What follows belongs to an exercise in optimizing a design on an open flow for small area; a production flow would make more cautious choices. At most, simulation tests tie the RTL to the original design; equivalence was not proved. No activity file was given, so power comes from the tool's default toggle rates.

==> module uplink_rx, before the edit <==
module uplink_rx (
    input  wire        clk,
    input  wire        rst,           
    input  wire        port_kind,     
    input  wire        sof,           
    input  wire        bit_valid,     
    input  wire        bit_data,
    input  wire [15:0] ov_thr,        
    input  wire [15:0] uv_thr,        
    output reg         frame_done,    
    output wire [1:0]  frame_err,     
    output wire [3:0]  ftype,
    output wire [7:0]  seq,
    output wire [7:0]  len,
    output wire [31:0] status,
    output wire        val_valid,     
    output wire [4:0]  val_idx,
    output wire [15:0] val_data,
    output wire        val_ov,
    output wire        val_uv,
    output wire        val_sus
);
    localparam [31:0] CRC_POLY = 32'h04C1_1DB7;
    localparam [2:0] S_IDLE = 3'd0, S_HDR = 3'd1, S_PAY = 3'd2, S_STAT = 3'd3,
                     S_CRC = 3'd4, S_DEAD = 3'd5;
    reg [2:0]  st;
    reg [8:0]  cnt;         
    reg [4:0]  ph;          
    reg [3:0]  stg;         
    reg [31:0] crc;
    reg [31:0] stat_sr;
    reg [3:0]  ft_sr;
    reg [7:0]  seq_sr;
    reg [3:0]  w_sr;        
    reg        zbad;        
    reg        rel_pend, rel_act;
    wire [8:0] nxt = cnt + 9'd1;
    wire [4:0] b   = nxt[4:0];
    wire in_hdr  = (st == S_HDR);
    wire in_pay  = (st == S_PAY);
    wire in_stat = (st == S_STAT);
    wire in_crc  = (st == S_CRC);
    reg pair_ok;
    always @(*) begin
        case (ft_sr)
            4'h8: pair_ok = !port_kind && (w_sr == 4'd12);
            4'h9: pair_ok =  port_kind && (w_sr == 4'd4);
            4'hA: pair_ok = !port_kind && (w_sr == 4'd9);
            4'hB: pair_ok = (w_sr >= 4'd1) && (w_sr <= 4'd4);
            4'hC: pair_ok = (w_sr == 4'd0);
            4'hD: pair_ok = (w_sr == 4'd0);
            4'hF: pair_ok = (w_sr == 4'd1);
            default: pair_ok = 1'b0;
        endcase
    end
    wire hdr_ok = pair_ok && !zbad && !bit_data;
    wire hdr_end  = in_hdr && (b == 5'd31);
    wire pay_end  = in_pay && (nxt[8:5] == w_sr) && (b == 5'd0);
    wire stat_end = in_stat && (b == 5'd0);
    wire crc_end  = in_crc && (b == 5'd31);
    wire crc_ok = &crc;
    wire dead   = (st == S_DEAD);
    always @(posedge clk) begin
        if (rst) begin
            st         <= S_IDLE;
            frame_done <= 1'b0;
            rel_pend   <= 1'b0;
            rel_act    <= 1'b0;
        end else begin
            frame_done <= 1'b0;
            if (sof) begin
                st <= S_HDR;
            end else if (bit_valid) begin
                if (hdr_end) begin
                    st <= hdr_ok ? S_PAY : S_DEAD;
                    frame_done <= !hdr_ok;
                end
                if (pay_end)  st <= S_STAT;
                if (stat_end) st <= S_CRC;
                if (crc_end) begin
                    st <= S_IDLE;
                    frame_done <= 1'b1;
                end
            end
            if (frame_done && !dead && crc_ok && (w_sr != 4'd0))
                rel_pend <= 1'b1;
            else if (ph == 5'd23)
                rel_pend <= 1'b0;
            if (rel_pend && ph == 5'd23)
                rel_act <= 1'b1;
            else if (ph == {w_sr, 1'b1} - 5'd2)
                rel_act <= 1'b0;
        end
    end
    always @(posedge clk) begin
        ph <= (rst || ph == 5'd23) ? 5'd0 : ph + 5'd1;
        if (sof)
            cnt <= 9'd479;
        else if (bit_valid)
            cnt <= nxt;
        if (bit_valid) begin
            stg[nxt[1:0]] <= bit_data;
            crc <= {crc[30:0], bit_data ^ in_hdr} ^ ((crc[31] && !in_hdr) ? CRC_POLY : 32'd0);
        end
        if (bit_valid && in_hdr) begin
            if (b <= 5'd11) {ft_sr, seq_sr} <= {ft_sr[2:0], seq_sr, bit_data};
            if (b >= 5'd14 && b <= 5'd17) w_sr <= {w_sr[2:0], bit_data};
        end
        if (sof)
            zbad <= 1'b0;
        else if (bit_valid && in_hdr && (b == 5'd12 || b == 5'd13 || b >= 5'd18) && bit_data)
            zbad <= 1'b1;
        if (bit_valid && (in_pay || (in_stat && !stat_end)))
            stat_sr <= {stat_sr[30:0], bit_data};
    end
    wire       wen = in_pay || in_stat || in_crc;
    wire [3:0] wj  = cnt[3:0];
    wire [4:0] wi  = cnt[8:4];
    wire [4:0] ph1 = ph + 5'd1;
    wire       eq0 = (ph == wi);           
    wire       eq1 = (ph1 == wi);          
    genvar l;
    generate
        for (l = 0; l < 16; l = l + 1) begin : lane
            reg [23:0] r;
            wire cur  = (wj >= l) && (wj <= l + 3);
            wire prev = (l >= 13) && (wj <= l - 13);
            wire we   = wen && ((cur && eq0) || (prev && eq1));
            always @(posedge clk)
                r <= {r[22:0], we ? stg[l % 4] : r[23]};
            assign val_data[15 - l] = r[23];
        end
    endgenerate
    assign val_valid = rel_act;
    assign val_idx   = ph;
    function automatic gt16(input [15:0] a, input [15:0] b);
        integer k;
        reg c;
        begin
            c = 1'b0;
            for (k = 0; k < 16; k = k + 1)
                c = (a[k] & ~b[k]) | ((a[k] | ~b[k]) & c);
            gt16 = c;
        end
    endfunction
    wire cells = w_sr[3] & w_sr[2];
    assign val_ov  = cells && gt16(val_data, ov_thr);
    assign val_uv  = cells && gt16(uv_thr, val_data);
    assign val_sus = cells && (gt16(val_data, 16'd50000) || stat_sr[25]);
    assign frame_err = {!dead && !crc_ok, dead};
    assign ftype  = ft_sr;
    assign seq    = seq_sr;
    assign len    = {2'b00, w_sr, 2'b00};
    assign status = stat_sr;
endmodule
export LEC_CHECK = 0
export ABC_AREA = 1
export CAP_MARGIN = 20
export CORE_MARGIN = 2
export CORE_UTILIZATION = 80
export PLACE_DENSITY = 0.9
export SLEW_MARGIN = 20
create_clock -name core_clock -period 10.0 [get_ports {clk}]
standard.sh (not shown) runs the stock make flow with config.mk's settings and CLKGATE_MAP_FILE= SYNTH_SCRIPT=/design/flow/synth_recipe.tcl, a recipe that flattens the netlist after the stock synthesis.
==> flow/flow/run.sh <==
#!/bin/bash
# The standard ORFS layout with three changes:
#  - synthesis: the same script (synth_recipe.tcl), but ABC maps with an
#    area-oriented script (flow/area.abc); registers are mapped before ABC
#    and are unchanged;
#  - the port buffers are sky130_fd_sc_hd__buf_1;
#  - CTS clusters sinks under clkbuf_8 buffers, without dummy loads.
set -euo pipefail
W=$PWD
{ head -n 1 synth_recipe.tcl; cat flow/abc_override.tcl; tail -n +2 synth_recipe.tcl; } > flow_synth.tcl
sed "s#SYNTH_SCRIPT=[^ ]*#SYNTH_SCRIPT=$W/flow_synth.tcl#" standard.sh > flow_standard.sh
grep -q "SYNTH_SCRIPT=$W/flow_synth.tcl" flow_standard.sh
export AREA_ABC_SCRIPT=$W/flow/area.abc
export BUFFER_PORTS_ARGS="-buffer_cell sky130_fd_sc_hd__buf_1"
export CTS_ARGS="-sink_clustering_enable -repair_clock_nets -dont_use_dummy_load -sink_clustering_size 18 -sink_clustering_max_diameter 40 -buf_list {sky130_fd_sc_hd__clkbuf_8}"
bash flow_standard.sh > standard.log 2>&1
==> flow/flow/abc_override.tcl <==
# Run ABC with an area-oriented script (flow/area.abc) in place of ORFS's.
proc abc {args} {
  set i [lsearch -exact $args -script]
  if {$i >= 0} { lset args [expr {$i + 1}] $::env(AREA_ABC_SCRIPT) }
  yosys abc {*}$args
}
==> flow/flow/area.abc <==
strash; dc2; dch -f; map -a; mfs2; strash; dch -f; map -a; topo; dnsize -c
Rerun with:
--- a/flow/design.v
+++ b/flow/design.v
@@ -21,8 +21,8 @@
     output wire        val_sus
 );
     localparam [31:0] CRC_POLY = 32'h04C1_1DB7;
-    localparam [2:0] S_IDLE = 3'd0, S_HDR = 3'd1, S_PAY = 3'd2, S_STAT = 3'd3,
-                     S_CRC = 3'd4, S_DEAD = 3'd5;
+    localparam [2:0] S_IDLE = 3'b000, S_DEAD = 3'b001, S_HDR = 3'b010,
+                     S_PAY = 3'b100, S_STAT = 3'b101, S_CRC = 3'b110;
     reg [2:0]  st;
     reg [8:0]  cnt;         
     reg [4:0]  ph;          
@@ -113,7 +113,7 @@
         if (bit_valid && (in_pay || (in_stat && !stat_end)))
             stat_sr <= {stat_sr[30:0], bit_data};
     end
-    wire       wen = in_pay || in_stat || in_crc;
+    wire       wen = st[2];
     wire [3:0] wj  = cnt[3:0];
     wire [4:0] wi  = cnt[8:4];
     wire [4:0] ph1 = ph + 5'd1;
@@ -127,8 +127,8 @@
             wire prev = (l >= 13) && (wj <= l - 13);
             wire we   = wen && ((cur && eq0) || (prev && eq1));
             always @(posedge clk)
-                r <= {r[22:0], we ? stg[l % 4] : r[23]};
-            assign val_data[15 - l] = r[23];
+                r <= {r[22:0], we ? ~stg[l % 4] : r[23]};
+            assign val_data[15 - l] = ~r[23];
         end
     endgenerate
     assign val_valid = rel_act;
Result: Worst setup slack gets better by 0.17 ns. Worst hold slack is about the same. Final cell count hardly moves. Count of clock-buffer cells in the layout came out lower by 1. Wire length shrinks by about 3%. Design area barely changes. Sequential power stays flat. Register-to-register slack is better by 0.14 ns. Fmax goes up by about 2.8%.
Function not checked in the first run of this note: the RTL went through the layout flow alone.

========
## old
The RTL this note starts from:
==> flow/design.v <==
module uplink_rx (
    input  wire        clk,
    input  wire        rst,           
    input  wire        port_kind,     
    input  wire        sof,           
    input  wire        bit_valid,     
    input  wire        bit_data,
    input  wire [15:0] ov_thr,        
    input  wire [15:0] uv_thr,        
    output reg         frame_done,    
    output wire [1:0]  frame_err,     
    output wire [3:0]  ftype,
    output wire [7:0]  seq,
    output wire [7:0]  len,
    output wire [31:0] status,
    output wire        val_valid,     
    output wire [4:0]  val_idx,
    output wire [15:0] val_data,
    output wire        val_ov,
    output wire        val_uv,
    output wire        val_sus
);
    localparam [31:0] CRC_POLY = 32'h04C1_1DB7;
    localparam [2:0] S_IDLE = 3'b000, S_DEAD = 3'b001, S_HDR = 3'b010,
                     S_PAY = 3'b100, S_STAT = 3'b101, S_CRC = 3'b110;
    reg [2:0]  st;
    reg [8:0]  cnt;         
    reg [4:0]  ph;          
    reg [31:0] crc;
    reg [31:0] sr;          
    reg [2:0]  ft_r;        
    reg [7:0]  seq_r;
    reg [3:0]  w_r;         
    reg        st25;        
    reg        rel_pend, rel_act;
    wire [4:0] ph1 = ph + 5'd1;
    wire [4:0] b   = cnt[4:0];
    wire in_hdr  = (st == S_HDR);
    wire in_pay  = (st == S_PAY);
    wire in_stat = (st == S_STAT);
    wire in_crc  = (st == S_CRC);
    wire [2:0] h_ft  = sr[29:27];
    wire [3:0] h_w   = sr[16:13];
    reg pair_ok;
    always @(*) begin
        case (h_ft)
            3'h0: pair_ok = !port_kind && (h_w == 4'd12);
            3'h1: pair_ok =  port_kind && (h_w == 4'd4);
            3'h2: pair_ok = !port_kind && (h_w == 4'd9);
            3'h3: pair_ok = (h_w >= 4'd1) && (h_w <= 4'd4);
            3'h4: pair_ok = (h_w == 4'd0);
            3'h5: pair_ok = (h_w == 4'd0);
            3'h7: pair_ok = (h_w == 4'd1);
            default: pair_ok = 1'b0;
        endcase
    end
    wire hdr_ok = pair_ok && sr[30] && (sr[18:17] == 2'd0) &&
                  (sr[12:0] == 13'd0) && !bit_data;
    wire hdr_end  = in_hdr && (b == 5'd31);
    wire pay_end  = in_pay && (cnt[8:5] == w_r) && (b == 5'd0);
    wire stat_end = in_stat && (b == 5'd0);
    wire crc_end  = in_crc && (b == 5'd31);
    wire crc_ok = &crc;
    wire dead   = (st == S_DEAD);
    always @(posedge clk) begin
        if (rst) begin
            st         <= S_IDLE;
            frame_done <= 1'b0;
            rel_pend   <= 1'b0;
            rel_act    <= 1'b0;
        end else begin
            frame_done <= 1'b0;
            if (sof) begin
                st <= S_HDR;
            end else if (bit_valid) begin
                if (hdr_end) begin
                    st <= hdr_ok ? S_PAY : S_DEAD;
                    frame_done <= !hdr_ok;
                end
                if (pay_end)  st <= S_STAT;
                if (stat_end) st <= S_CRC;
                if (crc_end) begin
                    st <= S_IDLE;
                    frame_done <= 1'b1;
                end
            end
            if (frame_done && !dead && crc_ok && (w_r != 4'd0))
                rel_pend <= 1'b1;
            else if (ph == 5'd23)
                rel_pend <= 1'b0;
            if (rel_pend && ph == 5'd23)
                rel_act <= 1'b1;
            else if (ph1 == {w_r, 1'b0})
                rel_act <= 1'b0;
        end
    end
    always @(posedge clk) begin
        ph <= (rst || ph == 5'd23) ? 5'd0 : ph1;
        if (sof)
            cnt <= 9'd480;
        else if (bit_valid)
            cnt <= cnt + 9'd1;
        if (bit_valid)
            crc <= {crc[30:0], bit_data ^ in_hdr} ^ ((crc[31] && !in_hdr) ? CRC_POLY : 32'd0);
        if (bit_valid && (in_hdr || in_pay || (in_stat && !stat_end)))
            sr <= {sr[30:0], bit_data};
        if (bit_valid && hdr_end) begin
            ft_r  <= h_ft;
            seq_r <= sr[26:19];
            w_r   <= h_w;
        end
        if (bit_valid && crc_end)
            st25 <= sr[25];
    end
    wire       wen = st[2];
    wire [3:0] wj  = cnt[3:0];
    wire [4:0] wi  = cnt[8:4];
    wire       eq0 = (ph == wi);           
    wire       eq1 = (ph1 == wi);          
    genvar l;
    generate
        for (l = 0; l < 16; l = l + 1) begin : lane
            reg [23:0] r;
            wire [1:0] d = wj[1:0] - 2'd1 - l;    
            wire cur  = (wj > l) && (wj <= l + 4);
            wire prev = (l >= 12) && (wj <= l - 12);
            wire we   = wen && ((cur && eq0) || (prev && eq1));
            always @(posedge clk)
                r <= {r[22:0], we ? ~sr[d] : r[23]};
            assign val_data[15 - l] = ~r[23];
        end
    endgenerate
    assign val_valid = rel_act;
    assign val_idx   = ph;
    function automatic gt16(input [15:0] a, input [15:0] b);
        integer k;
        reg c;
        begin
            c = 1'b0;
            for (k = 0; k < 16; k = k + 1)
                c = (a[k] & ~b[k]) | ((a[k] | ~b[k]) & c);
            gt16 = c;
        end
    endfunction
    wire cells = w_r[3] & w_r[2];
    assign val_ov  = cells && gt16(val_data, ov_thr);
    assign val_uv  = cells && gt16(uv_thr, val_data);
    assign val_sus = cells && (gt16(val_data, 16'd50000) || st25);
    assign frame_err = {!dead && !crc_ok, dead};
    assign ftype  = {1'b1, ft_r};
    assign seq    = seq_r;
    assign len    = {2'b00, w_r, 2'b00};
    assign status = sr;
endmodule
export LEC_CHECK = 0
export ABC_AREA = 1
export CAP_MARGIN = 20
export CORE_MARGIN = 2
export CORE_UTILIZATION = 80
export PLACE_DENSITY = 0.9
export SLEW_MARGIN = 20
create_clock -name core_clock -period 10.0 [get_ports {clk}]
Scripts as last shown in full above: flow/flow/run.sh, flow/flow/abc_override.tcl, flow/flow/area.abc
For new, these inputs were changed with respect to old:
--- a/flow/design.v
+++ b/flow/design.v
@@ -31,7 +31,6 @@
     reg [2:0]  ft_r;        
     reg [7:0]  seq_r;
     reg [3:0]  w_r;         
-    reg        st25;        
     reg        rel_pend, rel_act;
     wire [4:0] ph1 = ph + 5'd1;
     wire [4:0] b   = cnt[4:0];
@@ -39,8 +38,9 @@
     wire in_pay  = (st == S_PAY);
     wire in_stat = (st == S_STAT);
     wire in_crc  = (st == S_CRC);
-    wire [2:0] h_ft  = sr[29:27];
-    wire [3:0] h_w   = sr[16:13];
+    wire [30:0] hs   = ~crc[30:0];
+    wire [2:0] h_ft  = hs[29:27];
+    wire [3:0] h_w   = hs[16:13];
     reg pair_ok;
     always @(*) begin
         case (h_ft)
@@ -54,8 +54,8 @@
             default: pair_ok = 1'b0;
         endcase
     end
-    wire hdr_ok = pair_ok && sr[30] && (sr[18:17] == 2'd0) &&
-                  (sr[12:0] == 13'd0) && !bit_data;
+    wire hdr_ok = pair_ok && hs[30] && (hs[18:17] == 2'd0) &&
+                  (hs[12:0] == 13'd0) && !bit_data;
     wire hdr_end  = in_hdr && (b == 5'd31);
     wire pay_end  = in_pay && (cnt[8:5] == w_r) && (b == 5'd0);
     wire stat_end = in_stat && (b == 5'd0);
@@ -102,31 +102,35 @@
             cnt <= cnt + 9'd1;
         if (bit_valid)
             crc <= {crc[30:0], bit_data ^ in_hdr} ^ ((crc[31] && !in_hdr) ? CRC_POLY : 32'd0);
-        if (bit_valid && (in_hdr || in_pay || (in_stat && !stat_end)))
+        if (bit_valid && (in_pay || (in_stat && !stat_end)))
             sr <= {sr[30:0], bit_data};
         if (bit_valid && hdr_end) begin
             ft_r  <= h_ft;
-            seq_r <= sr[26:19];
+            seq_r <= hs[26:19];
             w_r   <= h_w;
         end
-        if (bit_valid && crc_end)
-            st25 <= sr[25];
     end
     wire       wen = st[2];
     wire [3:0] wj  = cnt[3:0];
     wire [4:0] wi  = cnt[8:4];
     wire       eq0 = (ph == wi);           
     wire       eq1 = (ph1 == wi);          
+    wire [3:0] gwe;
+    assign gwe[0] = wen && (wj[3:2] == 2'd1) && eq0;
+    assign gwe[1] = wen && (wj[3:2] == 2'd2) && eq0;
+    assign gwe[2] = wen && (wj[3:2] == 2'd3) && eq0;
+    assign gwe[3] = wen && (wj[3:2] == 2'd0) && eq1;
+    wire [3:0] src;
+    assign src[0] = sr[wj[1:0] + 3'd3];
+    assign src[1] = sr[wj[1:0] + 3'd2];
+    assign src[2] = sr[wj[1:0] + 3'd1];
+    assign src[3] = sr[wj[1:0]];
     genvar l;
     generate
         for (l = 0; l < 16; l = l + 1) begin : lane
             reg [23:0] r;
-            wire [1:0] d = wj[1:0] - 2'd1 - l;    
-            wire cur  = (wj > l) && (wj <= l + 4);
-            wire prev = (l >= 12) && (wj <= l - 12);
-            wire we   = wen && ((cur && eq0) || (prev && eq1));
             always @(posedge clk)
-                r <= {r[22:0], we ? ~sr[d] : r[23]};
+                r <= {r[22:0], gwe[l / 4] ? ~src[l % 4] : r[23]};
             assign val_data[15 - l] = ~r[23];
         end
     endgenerate
@@ -145,7 +149,7 @@
     wire cells = w_r[3] & w_r[2];
     assign val_ov  = cells && gt16(val_data, ov_thr);
     assign val_uv  = cells && gt16(uv_thr, val_data);
-    assign val_sus = cells && (gt16(val_data, 16'd50000) || st25);
+    assign val_sus = cells && (gt16(val_data, 16'd50000) || sr[25]);
     assign frame_err = {!dead && !crc_ok, dead};
     assign ftype  = {1'b1, ft_r};
     assign seq    = seq_r;
### Flow results
Global-route met1 utilization in new is 0.68 points above old. Summary: with old as the reference, first-pass GRT wire length in new moved down by a few percent. Status: number of sequential storage elements parity (old, new). In new relative to old, power attributed to sequential cells had gone down slightly. Re number of buffers and inverters on the critical path: no difference whatsoever between old and new. The final instance area of new is lower than that of old. The run with more routed wire is old, not new. Comparing new and old, the lower vias after detailed routing is on new. Re static leakage: new is 0.000024 uW down on old.

==> port drivers added, routing unchanged <==
The results above use ideal ports. As a check the final layouts listed here were re-extracted and re-timed, cells and wires unchanged. Step 1 assumes that a clkbuf_16 drives the clock port and a buf_2 every other input. Step 2, shift: input delay + t, output delay - t, t = (earliest + latest rising clock arrival at the registers) / 2. This alone moves slack from input paths to output paths. Slacks: ideal / step 1 / step 2; pairs: ideal / step 1.
| run | t, ns | setup WS [ns] | worst setup path at the end | worst data-port slew with drivers (ns) | pins driven straight from the clock port |
|---|---|---|---|---|---|
| the first run of note 1 | 0.576 | 3.579 / 3.547 / 3.547 | input to output | 0.10 | 1 |
| the second run of note 1 | 0.568 | 3.753 / 3.715 / 3.715 | input to output | 0.05 | 1 |
| old | 0.586 | 3.454 / 3.430 / 3.430 | input to output | 0.06 | 1 |
| new | 0.574 | 3.624 / 3.598 / 3.598 | input to output | 0.05 | 1 |
After both steps setup and hold are still met in every run listed. The setup slack of the second run of note 1, which loses most, moves by -0.038 ns with the drivers and by -0.038 ns with both steps.
